This is an optimization exercise on Yosys and OpenROAD, whose aim is small area, a short achievable clock period and few clock cycles per item, not a production implementation.
At most, simulation tests tie the RTL to the original design; equivalence was not proved.

==> inputs of v23 <==
==> flow/design.v <==
module h16_bfly (
    input  wire        clk,
    input  wire        rst,
    input  wire        in_valid,
    input  wire [15:0] in_a,
    input  wire [15:0] in_b,
    input  wire        in_half,
    output reg         out_valid,
    output reg  [15:0] out_sum,
    output reg  [15:0] out_diff
);
    localparam [1:0] K_NUM = 2'd0, K_ZERO = 2'd1, K_INF = 2'd2, K_NAN = 2'd3;
    reg        v0, h0;
    reg [15:0] a0, b0;
    always @(posedge clk) begin
        a0 <= in_a;
        b0 <= in_b;
        h0 <= in_half;
        v0 <= in_valid & ~rst;
    end
    function automatic gtf(input [14:0] x, input [14:0] y);
        reg [1:0] r;
        integer i;
        begin
            r = 2'b01;
            for (i = 0; i < 15; i = i + 1)
                r = {(x[i] & ~y[i]) | (~(x[i] ^ y[i]) & r[1]), ~(x[i] ^ y[i]) & r[0]};
            gtf = r[1];
        end
    endfunction
    wire       sa = a0[15], sb = b0[15];
    wire [7:0] ea = a0[14:7], eb = b0[14:7];
    wire       a_sub = ea == 8'd0, b_sub = eb == 8'd0;
    wire       a_max = &ea, b_max = &eb;
    wire       a_nan = a_max && (a0[6:0] != 7'd0);
    wire       b_nan = b_max && (b0[6:0] != 7'd0);
    wire       a_inf = a_max && (a0[6:0] == 7'd0);
    wire       b_inf = b_max && (b0[6:0] == 7'd0);
    wire [7:0] ma = {~a_sub, a0[6:0]}, mb = {~b_sub, b0[6:0]};
    wire [7:0] xa = {ea[7:1], ea[0] | a_sub}, xb = {eb[7:1], eb[0] | b_sub};
    wire       swap = gtf(b0[14:0], a0[14:0]);
    wire       same = b0[14:0] == a0[14:0];
    wire       zz   = (a0[14:0] == 15'd0) && (b0[14:0] == 15'd0);
    wire [7:0] mx   = swap ? mb : ma;
    wire [7:0] my   = swap ? ma : mb;
    wire [7:0] xx   = swap ? xb : xa;
    wire [7:0] xy   = swap ? xa : xb;
    wire [7:0] d    = xx - xy;
    wire [3:0] ds   = d[3:0] | {4{d[7:4] != 4'd0}};
    wire [7:0] lim  = xx - {7'd0, h0};
    wire       add_sum = sa == sb;
    wire       s_sgn = swap ? sb : sa;
    wire       d_sgn = swap ? ~sb : sa;
    wire       nan_in = a_nan | b_nan;
    reg  [1:0] s_kind, d_kind;
    reg        s_sg, d_sg;
    always @* begin
        s_sg = s_sgn;
        d_sg = d_sgn;
        if (nan_in || (a_inf && b_inf && !add_sum)) begin
            s_kind = K_NAN;  s_sg = 1'b0;
        end else if (a_inf) begin
            s_kind = K_INF;  s_sg = sa;
        end else if (b_inf) begin
            s_kind = K_INF;  s_sg = sb;
        end else if (zz || (same && !add_sum)) begin
            s_kind = K_ZERO; s_sg = sa & sb;
        end else begin
            s_kind = K_NUM;
        end
        if (nan_in || (a_inf && b_inf && add_sum)) begin
            d_kind = K_NAN;  d_sg = 1'b0;
        end else if (a_inf) begin
            d_kind = K_INF;  d_sg = sa;
        end else if (b_inf) begin
            d_kind = K_INF;  d_sg = ~sb;
        end else if (zz || (same && add_sum)) begin
            d_kind = K_ZERO; d_sg = sa & ~sb;
        end else begin
            d_kind = K_NUM;
        end
    end
    reg        v1, add_sum1, s_sg1, d_sg1;
    reg [1:0]  s_kind1, d_kind1;
    reg [7:0]  mx1, my1, lim1;
    reg [3:0]  ds1;
    always @(posedge clk) begin
        v1 <= v0 & ~rst;
        add_sum1 <= add_sum;
        s_sg1 <= s_sg;  d_sg1 <= d_sg;
        s_kind1 <= s_kind;  d_kind1 <= d_kind;
        mx1 <= mx;  my1 <= my;  lim1 <= lim;  ds1 <= ds;
    end
    wire [21:0] sh  = {my1, 3'b000, 11'd0} >> ds1;
    wire [11:0] opy = {1'b0, sh[21:12], sh[11] | (sh[10:0] != 11'd0)};
    wire [11:0] opx = {1'b0, mx1, 3'b000};
    wire [11:0] ra  = opx + opy;
    wire [11:0] rs  = opx - opy;
    wire        la  = ~ra[11] & (lim1 != 8'd0);
    wire [11:0] na  = la ? {ra[10:0], 1'b0} : ra;
    wire [11:0] mk  = (lim1 > 8'd11) ? 12'd0 : (12'h800 >> lim1[3:0]);
    wire [11:0] rm  = {1'b0, rs[10:0]} | mk;
    reg  [3:0]  ls;
    integer k;
    always @* begin
        ls = 4'd0;
        for (k = 0; k < 12; k = k + 1)
            if (rm[k]) ls = 4'd11 - k[3:0];
    end
    reg        v2, add_sum2, s_sg2, d_sg2, la2;
    reg [1:0]  s_kind2, d_kind2;
    reg [7:0]  lim2;
    reg [9:0]  na2;
    reg [10:0] rs2;
    reg [3:0]  ls2;
    always @(posedge clk) begin
        v2 <= v1 & ~rst;
        add_sum2 <= add_sum1;
        s_sg2 <= s_sg1;  d_sg2 <= d_sg1;
        s_kind2 <= s_kind1;  d_kind2 <= d_kind1;
        lim2 <= lim1;  la2 <= la;
        na2 <= {na[11:3], na[2:0] != 3'd0};
        rs2 <= rs[10:0];  ls2 <= ls;
    end
    function automatic [15:0] rnd_enc(input [8:0] em1, input [9:0] n);
        reg up;
        begin
            up = n[1] & (n[2] | n[0]);
            rnd_enc = {em1 + {8'd0, n[9]}, n[8:2]} + {15'd0, up};
        end
    endfunction
    wire [15:0] enca = rnd_enc({1'b0, lim2} - {8'd0, la2}, na2);
    wire [11:0] ns   = {1'b0, rs2} << ls2;
    wire [15:0] encs = rnd_enc({1'b0, lim2} - {5'd0, ls2}, {ns[11:3], ns[2:0] != 3'd0});
    function automatic [15:0] fin(input [1:0] kind, input sg, input [15:0] enc);
        reg isnum;
        begin
            isnum = kind == K_NUM;
            fin[15]   = sg;
            fin[14:7] = isnum ? (enc[14:7] | {8{enc[15]}}) : {8{kind[1]}};
            fin[6:0]  = (enc[6:0] & {7{isnum & ~enc[15] & ~(&enc[14:7])}}) | {kind == K_NAN, 6'd0};
        end
    endfunction
    always @(posedge clk) begin
        if (rst) out_valid <= 1'b0;
        else     out_valid <= v2;
        out_sum  <= fin(s_kind2, s_sg2, add_sum2 ? enca : encs);
        out_diff <= fin(d_kind2, d_sg2, add_sum2 ? encs : enca);
    end
endmodule
==> flow/flow/run.sh <==
#!/bin/bash
# The standard layout, with plain buf_2 cells as the port buffers in place of
# the delay buffers the placer picks by default (every port still gets one),
# and a shallow clock tree without dummy loads.
set -euo pipefail
bash standard.sh synth > synth.log 2>&1
bash standard.sh \
  BUFFER_PORTS_ARGS="-buffer_cell sky130_fd_sc_hd__buf_2" \
  CTS_ARGS="-sink_clustering_enable -repair_clock_nets -dont_use_dummy_load -buf_list sky130_fd_sc_hd__clkbuf_16 -root_buf sky130_fd_sc_hd__clkbuf_16 -sink_clustering_size 40 -sink_clustering_max_diameter 200" \
  finish > layout.log 2>&1
==> flow/standard.sh <==
#!/bin/bash
# synth_recipe.tcl (not shown) runs the flow's synth.tcl, then flattens the netlist and writes it again
# the make line also repeats each setting of config.mk as NAME=value (left out here)
make -C /OpenROAD-flow-scripts/flow DESIGN_CONFIG=/design/flow/config.mk WORK_HOME=/design/flow/orfs CLKGATE_MAP_FILE= SYNTH_SCRIPT=/design/flow/synth_recipe.tcl "${@:-finish}"
==> flow/config.mk <==
export PLATFORM = sky130hd
export DESIGN_NAME = h16_bfly
export DESIGN_NICKNAME = h16_bfly
export VERILOG_FILES = /design/flow/design.v
export SDC_FILE = /design/flow/constraint.sdc
export NUM_CORES = 4
export LEC_CHECK = 0
export ABC_AREA = 1
export CAP_MARGIN = 20
export CORE_MARGIN = 2
export CORE_UTILIZATION = 55
export SLEW_MARGIN = 20
==> flow/constraint.sdc <==
create_clock -name core_clock -period 20.0 [get_ports {clk}]
set_input_delay 4.0000 -clock core_clock [delete_from_list [all_inputs] [get_ports {clk}]]
set_output_delay 4.0000 -clock core_clock [all_outputs]
set_load 0.01 [all_outputs]
==> inputs of v24, as changes to v23 <==
==> flow/design.v (replaced) <==
module h16_bfly (
    input  wire        clk,
    input  wire        rst,
    input  wire        in_valid,
    input  wire [15:0] in_a,
    input  wire [15:0] in_b,
    input  wire        in_half,
    output reg         out_valid,
    output reg  [15:0] out_sum,
    output reg  [15:0] out_diff
);
    localparam [1:0] K_NUM = 2'd0, K_ZERO = 2'd1, K_INF = 2'd2, K_NAN = 2'd3;
    reg        v0, h0;
    reg [15:0] a0, b0;
    always @(posedge clk) begin
        a0 <= in_a;
        b0 <= in_b;
        h0 <= in_half;
        v0 <= in_valid & ~rst;
    end
    wire       sa = a0[15], sb = b0[15];
    wire [7:0] ea = a0[14:7], eb = b0[14:7];
    wire       a_sub = ea == 8'd0, b_sub = eb == 8'd0;
    wire       a_max = &ea, b_max = &eb;
    wire       a_nan = a_max && (a0[6:0] != 7'd0);
    wire       b_nan = b_max && (b0[6:0] != 7'd0);
    wire       a_inf = a_max && (a0[6:0] == 7'd0);
    wire       b_inf = b_max && (b0[6:0] == 7'd0);
    wire [7:0] ma = {~a_sub, a0[6:0]}, mb = {~b_sub, b0[6:0]};
    wire [7:0] xa = {ea[7:1], ea[0] | a_sub}, xb = {eb[7:1], eb[0] | b_sub};
    wire       swap = b0[14:0] > a0[14:0];
    wire       same = b0[14:0] == a0[14:0];
    wire       zz   = (a0[14:0] == 15'd0) && (b0[14:0] == 15'd0);
    wire [8:0] dab  = {1'b0, xa} - {1'b0, xb};
    wire [7:0] dba  = xb - xa;
    wire [7:0] d    = dab[8] ? dba : dab[7:0];
    wire [3:0] ds   = (d > 8'd15) ? 4'd15 : d[3:0];
    wire [7:0] mx   = swap ? mb : ma;
    wire [7:0] my   = swap ? ma : mb;
    wire [7:0] xx   = swap ? xb : xa;
    wire [21:0] sh  = {my, 3'b000, 11'd0} >> ds;
    wire [11:0] opy = {1'b0, sh[21:12], sh[11] | (sh[10:0] != 11'd0)};
    wire [7:0]  lim = xx - {7'd0, h0};
    wire       add_sum = sa == sb;
    wire       s_sgn = swap ? sb : sa;
    wire       d_sgn = swap ? ~sb : sa;
    wire       nan_in = a_nan | b_nan;
    reg  [1:0] s_kind, d_kind;
    reg        s_sg, d_sg;
    always @* begin
        s_sg = s_sgn;
        d_sg = d_sgn;
        if (nan_in || (a_inf && b_inf && !add_sum)) begin
            s_kind = K_NAN;  s_sg = 1'b0;
        end else if (a_inf) begin
            s_kind = K_INF;  s_sg = sa;
        end else if (b_inf) begin
            s_kind = K_INF;  s_sg = sb;
        end else if (zz || (same && !add_sum)) begin
            s_kind = K_ZERO; s_sg = sa & sb;
        end else begin
            s_kind = K_NUM;
        end
        if (nan_in || (a_inf && b_inf && add_sum)) begin
            d_kind = K_NAN;  d_sg = 1'b0;
        end else if (a_inf) begin
            d_kind = K_INF;  d_sg = sa;
        end else if (b_inf) begin
            d_kind = K_INF;  d_sg = ~sb;
        end else if (zz || (same && add_sum)) begin
            d_kind = K_ZERO; d_sg = sa & ~sb;
        end else begin
            d_kind = K_NUM;
        end
    end
    reg        v1, add_sum1, s_sg1, d_sg1;
    reg [1:0]  s_kind1, d_kind1;
    reg [7:0]  mx1, lim1;
    reg [11:0] opy1;
    always @(posedge clk) begin
        v1 <= v0 & ~rst;
        add_sum1 <= add_sum;
        s_sg1 <= s_sg;  d_sg1 <= d_sg;
        s_kind1 <= s_kind;  d_kind1 <= d_kind;
        mx1 <= mx;  lim1 <= lim;  opy1 <= opy;
    end
    wire [11:0] opx = {1'b0, mx1, 3'b000};
    wire [11:0] ra  = opx + opy1;
    wire [11:0] rs  = opx - opy1;
    function automatic [15:0] rnd_enc(input [8:0] em1, input [11:0] n);
        reg up;
        reg [15:0] e;
        begin
            up = n[3] & (n[4] | (n[2:0] != 3'd0));
            e = {em1 + {8'd0, n[11]}, n[10:4]} + {15'd0, up};
            rnd_enc = e;
        end
    endfunction
    wire        la   = ~ra[11] & (lim1 != 8'd0);
    wire [11:0] na   = la ? {ra[10:0], 1'b0} : ra;
    wire [15:0] enca = rnd_enc({1'b0, lim1} - {8'd0, la}, na);
    wire [11:0] mk   = (lim1 > 8'd11) ? 12'd0 : (12'h800 >> lim1[3:0]);
    wire [11:0] rm   = rs | mk;
    reg  [3:0]  ls;
    integer k;
    always @* begin
        ls = 4'd0;
        for (k = 0; k < 12; k = k + 1)
            if (rm[k]) ls = 4'd11 - k[3:0];
    end
    wire [11:0] ns   = rs << ls;
    wire [15:0] encs = rnd_enc({1'b0, lim1} - {5'd0, ls}, ns);
    function automatic [15:0] fin(input [1:0] kind, input sg, input [15:0] enc);
        begin
            case (kind)
                K_ZERO:  fin = {sg, 15'd0};
                K_INF:   fin = {sg, 15'h7F80};
                K_NAN:   fin = 16'h7FC0;
                default: fin = (enc[15:7] >= 9'd255) ? {sg, 15'h7F80} : {sg, enc[14:0]};
            endcase
        end
    endfunction
    always @(posedge clk) begin
        if (rst) out_valid <= 1'b0;
        else     out_valid <= v1;
        out_sum  <= fin(s_kind1, s_sg1, add_sum1 ? enca : encs);
        out_diff <= fin(d_kind1, d_sg1, add_sum1 ? encs : enca);
    end
endmodule
==> flow/run.sh (new file) <==
#!/bin/bash
# synth_recipe.tcl (not shown) runs the flow's synth.tcl, then flattens the netlist and writes it again
# the make line also repeats each setting of config.mk as NAME=value (left out here)
make -C /OpenROAD-flow-scripts/flow DESIGN_CONFIG=/design/flow/config.mk WORK_HOME=/design/flow/orfs CLKGATE_MAP_FILE= SYNTH_SCRIPT=/design/flow/synth_recipe.tcl finish
--- a/flow/config.mk
+++ b/flow/config.mk
@@ -7,6 +7,5 @@
 export LEC_CHECK = 0
-export ABC_AREA = 1
 export CAP_MARGIN = 20
 export CORE_MARGIN = 2
-export CORE_UTILIZATION = 55
+export CORE_UTILIZATION = 40
 export SLEW_MARGIN = 20
removed: flow/flow/run.sh
removed: flow/standard.sh
==> inputs of v33, as changes to v23 <==
==> flow/flow/run.sh (replaced) <==
#!/bin/bash
# The standard layout, with plain buf_2 cells as the port buffers in place of
# the delay buffers the placer picks by default. Every port still gets one.
set -euo pipefail
bash standard.sh synth > synth.log 2>&1
bash standard.sh BUFFER_PORTS_ARGS="-buffer_cell sky130_fd_sc_hd__buf_2" finish > layout.log 2>&1
==> qor summary <==
Clock buf/inv share: v24 0.0307; v33 0.0715; v23 0.0459
Layout non-clock buf frac: v24 0.0746; v33 0.0365; v23 0.0375
Final worst hold slack: v24 0.440 ns; v33 0.324 ns; v23 0.324 ns
Die area: v24 22200 µm²; v33 16200 µm²; v23 16200 µm²
Multi-input gates: v24 833; v33 848; v23 848
Sequential cell count: v24 102; v33 145; v23 145
Fraction of layout instances using a drive strength above 1: v24 0.0633; v33 0.135; v23 0.124
Met3 wire len: v24 1050 µm; v33 697 µm; v23 683 µm
Final estimated routing congestion in global placement: v24 0.928; v33 0.886; v23 0.886
Multi-input gate share of the layout cell area: v24 0.615; v33 0.496; v23 0.510
Worst setup startpoint: v24 opy1[0]; v33 out_sum[6]; v23 out_diff[6]
Fraction of met1 tracks used by global routing: v24 0.263; v33 0.279; v23 0.275
Share of synthesized cell area in and, or, nand and nor gates: v24 0.210; v33 0.285; v23 0.285
Status: v24 no timing/DRC/antenna violations; v33 no timing/DRC/antenna violations; v23 no timing/DRC/antenna violations
Met3 global-route usage: v24 0.0364; v33 0.0452; v23 0.0452
Testbench counts of v23, summed over its fixed seeds: cycles 24,032, items 24,000.
Testbench counts of v33, summed over its fixed seeds: cycles 24,032, items 24,000.
The RTL of v24 was laid out without a check of its function.

==> re-timing with driven ports <==
How much do the figures lean on ideal ports? The routed layouts below were timed once more, with nothing changed but the port constraints. Step 1, drivers: a clkbuf_16 drives clk and a buf_2 each remaining input, both assumed. Step 2 adds t to the input delays and takes it off the output delays; t is the mean of the earliest and latest rising clock arrival at the registers after step 1. Input paths then give back, and output paths get back, about the clock's delay inside the block. a / b / c = ideal ports / drivers / drivers and shift; a / b = the first two.
| run | t (ns) | setup WS [ns] | latest minus earliest clock arrival (ns) | worst slew at a driven data input, ns |
|---|---|---|---|---|
| v23 | 0.454 | 15.157 / 15.116 / 15.566 | 0.022 / 0.022 | 0.03 |
| v24 | 0.402 | 12.593 / 12.593 / 12.593 | 0.014 / 0.014 | 0.04 |
| v33 | 0.461 | 15.141 / 15.100 / 15.528 | 0.007 / 0.007 | 0.03 |
After both steps setup and hold are still met in every run listed.
